From an optimization exercise on the open Yosys and OpenROAD flow, aimed at small area; shortcuts taken in it are not production practice.
Only simulation tests tie the RTL to the original design; equivalence was not proved.
Power figures rest on the tool's default switching activity, not on a simulated workload.

==> try-umber <==
==> flow/design.v (excerpt) <==
module hk_filter_chain (
    input  wire        clk,
    input  wire        rst,           
    input  wire        run,           
    input  wire        sync,          
    input  wire [1:0]  cfg_order,     
    input  wire [2:0]  cfg_dec,       
    input  wire [9:0]  cfg_avg_m,     
    input  wire        cfg_lin_en,
    input  wire        mod_bit,
    input  wire        lin_we,
    input  wire [5:0]  lin_addr,
    input  wire [31:0] lin_wdata,
    output wire        word_valid,
    output wire [2:0]  word_seq,
    output wire        word_settling,
    output wire [23:0] word_code,
    output wire [31:0] word_val
);
Settings: LEC_CHECK=0, CAP_MARGIN=20, CORE_MARGIN=2, CORE_UTILIZATION=60, CTS_BUF_LIST=sky130_fd_sc_hd__clkbuf_16, CTS_CLUSTER_DIAMETER=120, CTS_CLUSTER_SIZE=24, GPL_TIMING_DRIVEN=0, SLEW_MARGIN=20; clock period 18.0 ns.
run.sh (not shown) runs the stock make flow with config.mk's settings and CLKGATE_MAP_FILE= SYNTH_SCRIPT=/design/flow/synth_recipe.tcl, a recipe that flattens the netlist after the stock synthesis.
==> inputs of try-onyx, as changes to try-umber <==
Settings changed: CTS_BUF_LIST sky130_fd_sc_hd__clkbuf_16 to sky130_fd_sc_hd__clkbuf_8, CTS_CLUSTER_DIAMETER 120 to 80, CTS_CLUSTER_SIZE 24 to 14, GPL_TIMING_DRIVEN 0 to default.
==> inputs of try-garnet, as changes to try-umber <==
Settings changed: CTS_BUF_LIST sky130_fd_sc_hd__clkbuf_16 to sky130_fd_sc_hd__clkbuf_8, CTS_CLUSTER_DIAMETER 120 to 50, CTS_CLUSTER_SIZE 24 to 16, GPL_TIMING_DRIVEN 0 to default.
==> summary of the runs <==
Cell count: try-onyx < try-garnet < try-umber. Worst hold slack, highest first: try-umber, try-garnet, try-onyx. Against try-garnet, the sequential share of layout area of try-umber is lower by 0.42 points. Of try-onyx and try-umber, try-onyx has the higher register-to-register slack (gap 0.13 ns). Fmax, lowest first: try-umber, try-onyx, try-garnet.
==> figures <==
quantity                                           try-onyx  try-umber  try-garnet
Status                             timing/DRC/antenna clean  timing/DRC/antenna clean  timing/DRC/antenna clean
Cell count along the critical path                       46         45          46
Net Switching                                       3830 uW    4010 uW     3920 uW
Post-placement setup slack                         0.609 ns   -1.50 ns    0.609 ns
Wire length of the first global-routing pass      281000 um  284000 um   281000 um
Per-cell via count in the routed design                6.46       6.32        6.44
Max stage delay on crit path                        0.46 ns    0.47 ns     0.46 ns
Routability congestion estimate                       0.932      0.968       0.932
Clock buffer cells                                      142         82         154
Total setup buffers inserted after CTS                    0          7           0
Met2 routing resource usage after global routing      53.6%      55.4%       53.9%
Post-Route Utilization                                64.7%      65.8%       65.3%

==> v32: inputs <==
Another version of the RTL of hk_filter_chain (not shown whole).
// hk_filter_chain
module hk_filter_chain (
    input  wire        clk,
    input  wire        rst,           
    input  wire        run,           
    input  wire        sync,          
    input  wire [1:0]  cfg_order,     
    input  wire [2:0]  cfg_dec,       
    input  wire [9:0]  cfg_avg_m,     
    input  wire        cfg_lin_en,
    input  wire        mod_bit,
    input  wire        lin_we,
    input  wire [5:0]  lin_addr,
    input  wire [31:0] lin_wdata,
    output wire        word_valid,
    output wire [2:0]  word_seq,
    output wire        word_settling,
    output wire [23:0] word_code,
    output wire [31:0] word_val
);
Settings: LEC_CHECK=0, CAP_MARGIN=20, CORE_MARGIN=2, CORE_UTILIZATION=60, CTS_BUF_LIST=sky130_fd_sc_hd__clkbuf_16, CTS_CLUSTER_DIAMETER=120, CTS_CLUSTER_SIZE=24, SLEW_MARGIN=20; clock period 18.0 ns.
==> v34 (differences from v32) <==
--- a/flow/design.v
+++ b/flow/design.v
@@ -76,17 +76,20 @@
     always @(*) begin
         case (order_r)
             2'd0:    sh = 6'd40 - {3'd0, dec_r};
             2'd1:    sh = 6'd36 - {2'd0, dec_r, 1'b0};
             2'd2:    sh = 6'd32 - ({3'd0, dec_r} + {2'd0, dec_r, 1'b0});
             default: sh = 6'd28 - {1'd0, dec_r, 2'b0};
         endcase
     end
-    wire [43:0] onehot = 44'd1 << sh;
+    reg  [3:0]  cd;                         
+    reg  [1:0]  p_n;                        
+    wire        ld = (cd == 4'd1);
+    reg         pr1, pr2, pr3, pr4, cons;
     reg         ph;                         
     reg         par;                        
     reg  [4:0]  xh;                         
     reg  [4:0]  y_r;
     wire [5:0]  hist = {xh, mod_bit};
     wire [4:0]  w    = par ? hist[5:1] : hist[4:0];
     reg  [4:0]  y;
     always @(*) begin
@@ -101,20 +104,25 @@
     end
     wire [4:0]  yv   = ph ? y_r : y;
     wire [43:0] yfull = {39'd0, yv} << sh;
     wire [21:0] inj  = ph ? yfull[43:22] : yfull[21:0];
     reg  [21:0] a1, b1, a2, b2, a3, b3, a4, b4;    
     reg         c1, c2, c3, c4;
     wire [21:0] s1, s2, s3, s4;
     wire        o1n, o2n, o3n, o4n;
-    hk_rca #(22) u_i1 (.a(a1), .b(inj), .ci(ph & c1), .s(s1), .co(o1n));
-    hk_rca #(22) u_i2 (.a(a2), .b(a1),  .ci(ph & c2), .s(s2), .co(o2n));
-    hk_rca #(22) u_i3 (.a(a3), .b(a2),  .ci(ph & c3), .s(s3), .co(o3n));
-    hk_rca #(22) u_i4 (.a(a4), .b(a3),  .ci(ph & c4), .s(s4), .co(o4n));
+    wire        dump = ld | pr1;
+    wire        dp1 = dump & (p_n == 2'd0);
+    wire        dp2 = dump & (p_n == 2'd1);
+    wire        dp3 = dump & (p_n == 2'd2);
+    wire        dp4 = dump & (p_n == 2'd3);
+    hk_rca #(22) u_i1 (.a(dp1 ? 22'd0 : a1), .b(inj), .ci(ph & c1), .s(s1), .co(o1n));
+    hk_rca #(22) u_i2 (.a(dp2 ? 22'd0 : a2), .b(a1),  .ci(ph & c2), .s(s2), .co(o2n));
+    hk_rca #(22) u_i3 (.a(dp3 ? 22'd0 : a3), .b(a2),  .ci(ph & c3), .s(s3), .co(o3n));
+    hk_rca #(22) u_i4 (.a(dp4 ? 22'd0 : a4), .b(a3),  .ci(ph & c4), .s(s4), .co(o4n));
     always @(posedge clk) begin
         ph  <= ~ph & ~rst;
         xh  <= {xh[3:0], mod_bit};
         y_r <= y;
         if (dec_rst)
             par <= ~ph;
         a1 <= b1;  b1 <= s1;  c1 <= o1n;
         a2 <= b2;  b2 <= s2;  c2 <= o2n;
@@ -145,36 +153,32 @@
             if (!a_drop) begin
                 mcnt <= a_last ? 10'd0 : mcnt + 10'd1;
                 if (a_last)
                     seq_cnt <= seq_cnt + 3'd1;
             end
         end
     end
     reg        p_drop, p_start, p_last, p_set, p_sat, p_lin;
-    reg [1:0]  p_n;
     reg [2:0]  p_seq;
     reg [9:0]  dm;              
     always @(posedge clk) begin
         if (dec_evt) begin
             p_drop  <= a_drop;
             p_start <= a_start;
             p_last  <= a_last;
             p_set   <= in_settle & rst_mode;
             p_sat   <= mod_bit;
             p_n     <= order_r;
             p_seq   <= seq_cnt;
             p_lin   <= lin_en_r;
         end
         if (dec_evt & ~a_drop & a_last)
             dm <= avg_m_r;
     end
-    reg  [3:0] cd;
-    reg  pr1, pr2, pr3, pr4, cons;
-    wire ld = (cd == 4'd1);
     wire proc = pr1 | pr2 | pr3 | pr4;
     always @(posedge clk) begin
         if (rst) begin
             cd  <= 4'd0;
             pr1 <= 1'b0; pr2 <= 1'b0; pr3 <= 1'b0; pr4 <= 1'b0;
             cons <= 1'b0;
         end else begin
             if (dec_evt)
@@ -191,36 +195,34 @@
             2'd0:    hd_sel = a1;
             2'd1:    hd_sel = a2;
             2'd2:    hd_sel = a3;
             default: hd_sel = a4;
         endcase
     end
     reg  [32:0] X;                       
     reg         z0;                      
-    reg  [43:0] cr1, cr2, cr3, cr4;      
-    reg         cy1, cy2, cy3, cy4;      
-    wire [10:0] d1, d2, d3, d4;
-    wire        o1, o2, o3, o4;
-    hk_rca #(11) u_c1 (.a(X[10:0]), .b(~cr1[10:0]), .ci(pr1 | cy1), .s(d1), .co(o1));
-    hk_rca #(11) u_c2 (.a(d1),      .b(~cr2[10:0]), .ci(pr1 | cy2), .s(d2), .co(o2));
+    reg  [43:0] cr2, cr3, cr4;           
+    reg         cy2, cy3, cy4;           
+    wire [10:0] d2, d3, d4;
+    wire        o2, o3, o4;
+    hk_rca #(11) u_c2 (.a(X[10:0]), .b(~cr2[10:0]), .ci(pr1 | cy2), .s(d2), .co(o2));
     hk_rca #(11) u_c3 (.a(d2),      .b(~cr3[10:0]), .ci(pr1 | cy3), .s(d3), .co(o3));
     hk_rca #(11) u_c4 (.a(d3),      .b(~cr4[10:0]), .ci(pr1 | cy4), .s(d4), .co(o4));
-    wire [10:0] cN = (p_n == 2'd0) ? d1 : (p_n == 2'd1) ? d2 : (p_n == 2'd2) ? d3 : d4;
+    wire [10:0] cN = (p_n == 2'd0) ? X[10:0] : (p_n == 2'd1) ? d2 : (p_n == 2'd2) ? d3 : d4;
     always @(posedge clk) begin
         X[32:22] <= pr1 ? hd_sel[21:11] : cN;
         X[21:11] <= ld ? hd_sel[21:11] : (pr1 ? hd_sel[10:0] : X[32:22]);
         X[10:0]  <= ld ? hd_sel[10:0] : X[21:11];
         if (pr1)
             z0 <= |cN;
-        cr1 <= {proc ? X[10:0] : cr1[10:0], cr1[43:11]};
-        cr2 <= {proc ? d1      : cr2[10:0], cr2[43:11]};
+        cr2 <= {proc ? X[10:0] : cr2[10:0], cr2[43:11]};
         cr3 <= {proc ? d2      : cr3[10:0], cr3[43:11]};
         cr4 <= {proc ? d3      : cr4[10:0], cr4[43:11]};
-        cy1 <= o1; cy2 <= o2; cy3 <= o3; cy4 <= o4;
+        cy2 <= o2; cy3 <= o3; cy4 <= o4;
     end
     wire [23:0] q_c    = X[32:9];
     wire        up_c   = X[8] & ((|X[7:0]) | z0 | X[9]);
     wire        sat_z  = ~((|X) | z0) & p_sat;    
     wire        a_add  = cons & ~p_drop;          
     wire [23:0] addend = ~a_add ? 24'd0 : sat_z ? 24'hffffff : q_c;
     wire        acin   = a_add & up_c & ~(&q_c);
     reg  [33:0] S;
==> v7 (differences from v32) <==
--- a/flow/design.v
+++ b/flow/design.v
@@ -77,54 +77,35 @@
         case (order_r)
             2'd0:    sh = 6'd40 - {3'd0, dec_r};
             2'd1:    sh = 6'd36 - {2'd0, dec_r, 1'b0};
             2'd2:    sh = 6'd32 - ({3'd0, dec_r} + {2'd0, dec_r, 1'b0});
             default: sh = 6'd28 - {1'd0, dec_r, 2'b0};
         endcase
     end
     wire [43:0] onehot = 44'd1 << sh;
-    reg         ph;                         
-    reg         par;                        
-    reg  [4:0]  xh;                         
-    reg  [4:0]  y_r;
-    wire [5:0]  hist = {xh, mod_bit};
-    wire [4:0]  w    = par ? hist[5:1] : hist[4:0];
-    reg  [4:0]  y;
-    always @(*) begin
-        case (order_r)
-            2'd0:    y = {4'd0, w[0]} + {4'd0, w[1]};
-            2'd1:    y = {4'd0, w[0]} + {3'd0, w[1], 1'b0} + {4'd0, w[2]};
-            2'd2:    y = {4'd0, w[0]} + {3'd0, w[1], 1'b0} + {4'd0, w[1]} +
-                         {3'd0, w[2], 1'b0} + {4'd0, w[2]} + {4'd0, w[3]};
-            default: y = {4'd0, w[0]} + {2'd0, w[1], 2'b0} + {2'd0, w[2], 2'b0} +
-                         {3'd0, w[2], 1'b0} + {2'd0, w[3], 2'b0} + {4'd0, w[4]};
-        endcase
-    end
-    wire [4:0]  yv   = ph ? y_r : y;
-    wire [43:0] yfull = {39'd0, yv} << sh;
-    wire [21:0] inj  = ph ? yfull[43:22] : yfull[21:0];
-    reg  [21:0] a1, b1, a2, b2, a3, b3, a4, b4;    
-    reg         c1, c2, c3, c4;
-    wire [21:0] s1, s2, s3, s4;
-    wire        o1n, o2n, o3n, o4n;
-    hk_rca #(22) u_i1 (.a(a1), .b(inj), .ci(ph & c1), .s(s1), .co(o1n));
-    hk_rca #(22) u_i2 (.a(a2), .b(a1),  .ci(ph & c2), .s(s2), .co(o2n));
-    hk_rca #(22) u_i3 (.a(a3), .b(a2),  .ci(ph & c3), .s(s3), .co(o3n));
-    hk_rca #(22) u_i4 (.a(a4), .b(a3),  .ci(ph & c4), .s(s4), .co(o4n));
-    always @(posedge clk) begin
-        ph  <= ~ph & ~rst;
-        xh  <= {xh[3:0], mod_bit};
-        y_r <= y;
-        if (dec_rst)
-            par <= ~ph;
-        a1 <= b1;  b1 <= s1;  c1 <= o1n;
-        a2 <= b2;  b2 <= s2;  c2 <= o2n;
-        a3 <= b3;  b3 <= s3;  c3 <= o3n;
-        a4 <= b4;  b4 <= s4;  c4 <= o4n;
+    reg         x_d;                        
+    reg  [21:0] i1l, i1h, i2l, i2h, i3l, i3h, i4l, i4h;
+    reg         c1, c2, c3, c4;             
+    wire [21:0] i1l_n, i1h_n, i2l_n, i2h_n, i3l_n, i3h_n, i4l_n, i4h_n;
+    wire        c1_n, c2_n, c3_n, c4_n;
+    hk_inc1 #(22) u_i1l (.a(i1l), .b(mod_bit ? onehot[21:0]  : 22'd0), .ci(1'b0), .s(i1l_n), .co(c1_n));
+    hk_inc1 #(22) u_i1h (.a(i1h), .b(x_d     ? onehot[43:22] : 22'd0), .ci(c1),   .s(i1h_n), .co());
+    hk_rca  #(22) u_i2l (.a(i2l), .b(i1l), .ci(1'b0), .s(i2l_n), .co(c2_n));
+    hk_rca  #(22) u_i2h (.a(i2h), .b(i1h), .ci(c2),   .s(i2h_n), .co());
+    hk_rca  #(22) u_i3l (.a(i3l), .b(i2l), .ci(1'b0), .s(i3l_n), .co(c3_n));
+    hk_rca  #(22) u_i3h (.a(i3h), .b(i2h), .ci(c3),   .s(i3h_n), .co());
+    hk_rca  #(22) u_i4l (.a(i4l), .b(i3l), .ci(1'b0), .s(i4l_n), .co(c4_n));
+    hk_rca  #(22) u_i4h (.a(i4h), .b(i3h), .ci(c4),   .s(i4h_n), .co());
+    always @(posedge clk) begin
+        x_d <= mod_bit;
+        i1l <= i1l_n;  i1h <= i1h_n;  c1 <= c1_n;
+        i2l <= i2l_n;  i2h <= i2h_n;  c2 <= c2_n;
+        i3l <= i3l_n;  i3h <= i3h_n;  c3 <= c3_n;
+        i4l <= i4l_n;  i4h <= i4h_n;  c4 <= c4_n;
     end
     reg  [10:0] dcnt;
     wire [10:0] dmask   = ~(11'h7ff << ({1'b0, dec_r} + 4'd4));
     wire        dec_evt = run & ~dec_rst & ((dcnt | ~dmask) == 11'h7ff);
     reg  [2:0]  jcnt;           
     reg         rst_mode;       
     reg  [9:0]  mcnt;           
     reg  [2:0]  seq_cnt;
@@ -162,87 +143,81 @@
             p_sat   <= mod_bit;
             p_n     <= order_r;
             p_seq   <= seq_cnt;
             p_lin   <= lin_en_r;
         end
         if (dec_evt & ~a_drop & a_last)
             dm <= avg_m_r;
     end
-    reg  [3:0] cd;
-    reg  pr1, pr2, pr3, pr4, cons;
-    wire ld = (cd == 4'd1);
+    reg ev1, ev2, ev3, ev4, pr1, pr2, pr3, pr4, cons;
+    wire ld = (p_n == 2'd0) ? ev1 : (p_n == 2'd1) ? ev2 : (p_n == 2'd2) ? ev3 : ev4;
     wire proc = pr1 | pr2 | pr3 | pr4;
     always @(posedge clk) begin
         if (rst) begin
-            cd  <= 4'd0;
+            ev1 <= 1'b0; ev2 <= 1'b0; ev3 <= 1'b0; ev4 <= 1'b0;
             pr1 <= 1'b0; pr2 <= 1'b0; pr3 <= 1'b0; pr4 <= 1'b0;
             cons <= 1'b0;
         end else begin
-            if (dec_evt)
-                cd <= {order_r, 1'b0} + 4'd2 + {3'd0, par};
-            else if (cd != 4'd0)
-                cd <= cd - 4'd1;
+            ev1 <= dec_evt; ev2 <= ev1; ev3 <= ev2; ev4 <= ev3;
             pr1 <= ld; pr2 <= pr1; pr3 <= pr2; pr4 <= pr3;
             cons <= pr4;
         end
     end
-    reg  [21:0] hd_sel;                  
+    reg  [21:0] lo_sel, hi_sel;
     always @(*) begin
         case (p_n)
-            2'd0:    hd_sel = a1;
-            2'd1:    hd_sel = a2;
-            2'd2:    hd_sel = a3;
-            default: hd_sel = a4;
+            2'd0:    begin lo_sel = i1l; hi_sel = i1h; end
+            2'd1:    begin lo_sel = i2l; hi_sel = i2h; end
+            2'd2:    begin lo_sel = i3l; hi_sel = i3h; end
+            default: begin lo_sel = i4l; hi_sel = i4h; end
         endcase
     end
-    reg  [32:0] X;                       
-    reg         z0;                      
+    reg  [43:0] X;
     reg  [43:0] cr1, cr2, cr3, cr4;      
     reg         cy1, cy2, cy3, cy4;      
     wire [10:0] d1, d2, d3, d4;
     wire        o1, o2, o3, o4;
     hk_rca #(11) u_c1 (.a(X[10:0]), .b(~cr1[10:0]), .ci(pr1 | cy1), .s(d1), .co(o1));
     hk_rca #(11) u_c2 (.a(d1),      .b(~cr2[10:0]), .ci(pr1 | cy2), .s(d2), .co(o2));
     hk_rca #(11) u_c3 (.a(d2),      .b(~cr3[10:0]), .ci(pr1 | cy3), .s(d3), .co(o3));
     hk_rca #(11) u_c4 (.a(d3),      .b(~cr4[10:0]), .ci(pr1 | cy4), .s(d4), .co(o4));
     wire [10:0] cN = (p_n == 2'd0) ? d1 : (p_n == 2'd1) ? d2 : (p_n == 2'd2) ? d3 : d4;
     always @(posedge clk) begin
-        X[32:22] <= pr1 ? hd_sel[21:11] : cN;
-        X[21:11] <= ld ? hd_sel[21:11] : (pr1 ? hd_sel[10:0] : X[32:22]);
-        X[10:0]  <= ld ? hd_sel[10:0] : X[21:11];
-        if (pr1)
-            z0 <= |cN;
+        X[43:33] <= cN;
+        X[32:22] <= pr1 ? hi_sel[21:11] : X[43:33];
+        X[21:11] <= ld ? lo_sel[21:11] : (pr1 ? hi_sel[10:0] : X[32:22]);
+        X[10:0]  <= ld ? lo_sel[10:0] : X[21:11];
         cr1 <= {proc ? X[10:0] : cr1[10:0], cr1[43:11]};
         cr2 <= {proc ? d1      : cr2[10:0], cr2[43:11]};
         cr3 <= {proc ? d2      : cr3[10:0], cr3[43:11]};
         cr4 <= {proc ? d3      : cr4[10:0], cr4[43:11]};
         cy1 <= o1; cy2 <= o2; cy3 <= o3; cy4 <= o4;
     end
-    wire [23:0] q_c    = X[32:9];
-    wire        up_c   = X[8] & ((|X[7:0]) | z0 | X[9]);
-    wire        sat_z  = ~((|X) | z0) & p_sat;    
-    wire        a_add  = cons & ~p_drop;          
-    wire [23:0] addend = ~a_add ? 24'd0 : sat_z ? 24'hffffff : q_c;
-    wire        acin   = a_add & up_c & ~(&q_c);
+    wire [23:0] q_c    = X[43:20];
+    wire        up_c   = X[19] & ((|X[18:0]) | X[20]);
+    wire        sat_z  = ~(|X) & p_sat;           
+    wire [23:0] addend = sat_z ? 24'hffffff : q_c;
+    wire        acin   = up_c & ~(&q_c);
     reg  [33:0] S;
     reg         s_set;
     wire [9:0]  hm = {1'b0, avg_m_r[9:1]} + {9'd0, avg_m_r[0]};    
-    wire [33:0] base = (a_add & p_start) ? (p_last ? 34'd0 : {24'd0, hm}) : S;
+    wire [33:0] base = p_start ? (p_last ? 34'd0 : {24'd0, hm}) : S;
     wire [23:0] sn_lo;
     wire        sn_co;
     wire [9:0]  sn_hi;
     hk_rca  #(24) u_av  (.a(base[23:0]), .b(addend), .ci(acin), .s(sn_lo), .co(sn_co));
     hk_inc1 #(10) u_avh (.a(base[33:24]), .b(10'd0), .ci(sn_co), .s(sn_hi), .co());
     wire [33:0] s_new = {sn_hi, sn_lo};
     wire        set_new = (~p_start & s_set) | p_set;
     always @(posedge clk) begin
-        S <= s_new;                               
-        if (a_add)
+        if (cons & ~p_drop) begin
+            S     <= s_new;
             s_set <= set_new;
+        end
     end
     wire load_div = cons & ~p_drop & p_last;
     localparam ST_IDLE = 3'd0, ST_DIV = 3'd1, ST_WAIT = 3'd2, ST_DC = 3'd3,
                ST_BOOTH = 3'd4, ST_OUT = 3'd5, ST_PAUSE = 3'd6;
     reg  [2:0]  st;
     reg  [3:0]  cnt;
     reg  [9:0]  R;
     reg  [23:0] Q;
==> flow/config.mk (replaced) <==
export PLATFORM = sky130hd
export DESIGN_NAME = hk_filter_chain
export DESIGN_NICKNAME = hk_filter_chain
export VERILOG_FILES = /design/flow/design.v
export SDC_FILE = /design/flow/constraint.sdc
export NUM_CORES = 4
export LEC_CHECK = 0
export CAP_MARGIN = 20
export CORE_MARGIN = 2
export CORE_UTILIZATION = 40
export CTS_BUF_LIST = sky130_fd_sc_hd__clkbuf_16
export CTS_CLUSTER_DIAMETER = 120
export CTS_CLUSTER_SIZE = 24
export SLEW_MARGIN = 20
==> v31 (differences from v32) <==
--- a/flow/design.v
+++ b/flow/design.v
@@ -189,60 +189,58 @@
     always @(*) begin
         case (p_n)
             2'd0:    hd_sel = a1;
             2'd1:    hd_sel = a2;
             2'd2:    hd_sel = a3;
             default: hd_sel = a4;
         endcase
     end
-    reg  [32:0] X;                       
-    reg         z0;                      
+    reg  [43:0] X;
     reg  [43:0] cr1, cr2, cr3, cr4;      
     reg         cy1, cy2, cy3, cy4;      
     wire [10:0] d1, d2, d3, d4;
     wire        o1, o2, o3, o4;
     hk_rca #(11) u_c1 (.a(X[10:0]), .b(~cr1[10:0]), .ci(pr1 | cy1), .s(d1), .co(o1));
     hk_rca #(11) u_c2 (.a(d1),      .b(~cr2[10:0]), .ci(pr1 | cy2), .s(d2), .co(o2));
     hk_rca #(11) u_c3 (.a(d2),      .b(~cr3[10:0]), .ci(pr1 | cy3), .s(d3), .co(o3));
     hk_rca #(11) u_c4 (.a(d3),      .b(~cr4[10:0]), .ci(pr1 | cy4), .s(d4), .co(o4));
     wire [10:0] cN = (p_n == 2'd0) ? d1 : (p_n == 2'd1) ? d2 : (p_n == 2'd2) ? d3 : d4;
     always @(posedge clk) begin
-        X[32:22] <= pr1 ? hd_sel[21:11] : cN;
+        X[43:33] <= cN;
+        X[32:22] <= pr1 ? hd_sel[21:11] : X[43:33];
         X[21:11] <= ld ? hd_sel[21:11] : (pr1 ? hd_sel[10:0] : X[32:22]);
         X[10:0]  <= ld ? hd_sel[10:0] : X[21:11];
-        if (pr1)
-            z0 <= |cN;
         cr1 <= {proc ? X[10:0] : cr1[10:0], cr1[43:11]};
         cr2 <= {proc ? d1      : cr2[10:0], cr2[43:11]};
         cr3 <= {proc ? d2      : cr3[10:0], cr3[43:11]};
         cr4 <= {proc ? d3      : cr4[10:0], cr4[43:11]};
         cy1 <= o1; cy2 <= o2; cy3 <= o3; cy4 <= o4;
     end
-    wire [23:0] q_c    = X[32:9];
-    wire        up_c   = X[8] & ((|X[7:0]) | z0 | X[9]);
-    wire        sat_z  = ~((|X) | z0) & p_sat;    
-    wire        a_add  = cons & ~p_drop;          
-    wire [23:0] addend = ~a_add ? 24'd0 : sat_z ? 24'hffffff : q_c;
-    wire        acin   = a_add & up_c & ~(&q_c);
+    wire [23:0] q_c    = X[43:20];
+    wire        up_c   = X[19] & ((|X[18:0]) | X[20]);
+    wire        sat_z  = ~(|X) & p_sat;           
+    wire [23:0] addend = sat_z ? 24'hffffff : q_c;
+    wire        acin   = up_c & ~(&q_c);
     reg  [33:0] S;
     reg         s_set;
     wire [9:0]  hm = {1'b0, avg_m_r[9:1]} + {9'd0, avg_m_r[0]};    
-    wire [33:0] base = (a_add & p_start) ? (p_last ? 34'd0 : {24'd0, hm}) : S;
+    wire [33:0] base = p_start ? (p_last ? 34'd0 : {24'd0, hm}) : S;
     wire [23:0] sn_lo;
     wire        sn_co;
     wire [9:0]  sn_hi;
     hk_rca  #(24) u_av  (.a(base[23:0]), .b(addend), .ci(acin), .s(sn_lo), .co(sn_co));
     hk_inc1 #(10) u_avh (.a(base[33:24]), .b(10'd0), .ci(sn_co), .s(sn_hi), .co());
     wire [33:0] s_new = {sn_hi, sn_lo};
     wire        set_new = (~p_start & s_set) | p_set;
     always @(posedge clk) begin
-        S <= s_new;                               
-        if (a_add)
+        if (cons & ~p_drop) begin
+            S     <= s_new;
             s_set <= set_new;
+        end
     end
     wire load_div = cons & ~p_drop & p_last;
     localparam ST_IDLE = 3'd0, ST_DIV = 3'd1, ST_WAIT = 3'd2, ST_DC = 3'd3,
                ST_BOOTH = 3'd4, ST_OUT = 3'd5, ST_PAUSE = 3'd6;
     reg  [2:0]  st;
     reg  [3:0]  cnt;
     reg  [9:0]  R;
     reg  [23:0] Q;
==> comparison table <==
Result of the run: v32 finished clean; v34 finished clean; v31 finished clean; v7 finished clean
Library cell contributing the largest single delay on the critical path: v32 fa_1; v34 fa_1; v31 xnor2_1; v7 fa_1
Xor and xnor fraction of the mapped netlist area: v32 0.0106; v34 0.0117; v31 0.00995; v7 0.0114
Max Clock Freq: v32 58.2 MHz; v34 57.9 MHz; v31 57.9 MHz; v7 58.1 MHz
Final non-filler cell total: v32 6,901; v34 6,813; v31 6,881; v7 7,583
Fin area: v32 69,500 um^2; v34 68,300 um^2; v31 69,900 um^2; v7 71,200 um^2
Fill count: v32 8,406; v34 8,361; v31 8,380; v7 15,081
Total instance count after detailed placement: v32 6,786; v34 6,708; v31 6,772; v7 7,470
Number of enable-type register cells in the synthesized netlist: v32 145; v34 145; v31 178; v7 177
Sw Share: v32 0.364; v34 0.343; v31 0.354; v7 0.312
Part of the total power dissipated in the clock network: v32 0.167; v34 0.184; v31 0.171; v7 0.219
Dpl ws: v32 492 ps; v34 609 ps; v31 424 ps; v7 522 ps
Bufs w/o clock: v32 279; v34 252; v31 273; v7 255
Met3 wirelength from detailed routing: v32 12,500 um; v34 15,000 um; v31 13,700 um; v7 14,800 um
Total buffers and inverters traversed by the critical path: v32 3; v34 3; v31 2; v7 5
Antenna cells: v32 2; v34 1; v31 2; v7 0
Slew Limit Headroom: v32 0.255; v34 0.198; v31 0.144; v7 0.176

[static timing again, ports no longer ideal]
No port has a modelled driver above. Below, the same layouts with a new extraction and two added sets of constraints. Step 1: set_driving_cell puts a clkbuf_16 on clk and a buf_2 on each other input, an assumption about the parent block. Step 2 adds t to the input delays and takes it off the output delays; t is the mean of the earliest and latest rising clock arrival at the registers after step 1. Input paths then give back, and output paths get back, about the clock's delay inside the block. Slacks: no drivers / after step 1 / after step 2; pairs: no drivers / after step 1.
| run | shift t [ns] | setup slack, ns | clock arrival spread, ns | slew at the worst register clock pin (ns) | cell pins on the clock port's net |
|---|---|---|---|---|---|
| try-umber | 0.774 | 0.576 / 0.576 / 0.576 | 0.065 / 0.065 | 0.11 / 0.11 | 1 |
| try-onyx | 0.933 | 0.705 / 0.705 / 0.705 | 0.055 / 0.055 | 0.10 / 0.10 | 1 |
| try-garnet | 0.941 | 0.720 / 0.720 / 0.720 | 0.055 / 0.055 | 0.11 / 0.11 | 1 |
| v32 | 0.786 | 0.806 / 0.806 / 0.806 | 0.043 / 0.043 | 0.11 / 0.11 | 1 |
| v34 | 0.756 | 0.742 / 0.742 / 0.742 | 0.039 / 0.038 | 0.11 / 0.11 | 1 |
| v7 | 0.802 | 0.787 / 0.787 / 0.787 | 0.057 / 0.057 | 0.11 / 0.11 | 1 |
| v31 | 0.768 | 0.726 / 0.726 / 0.726 | 0.037 / 0.037 | 0.11 / 0.11 | 1 |
After both steps setup and hold are still met in every run listed.
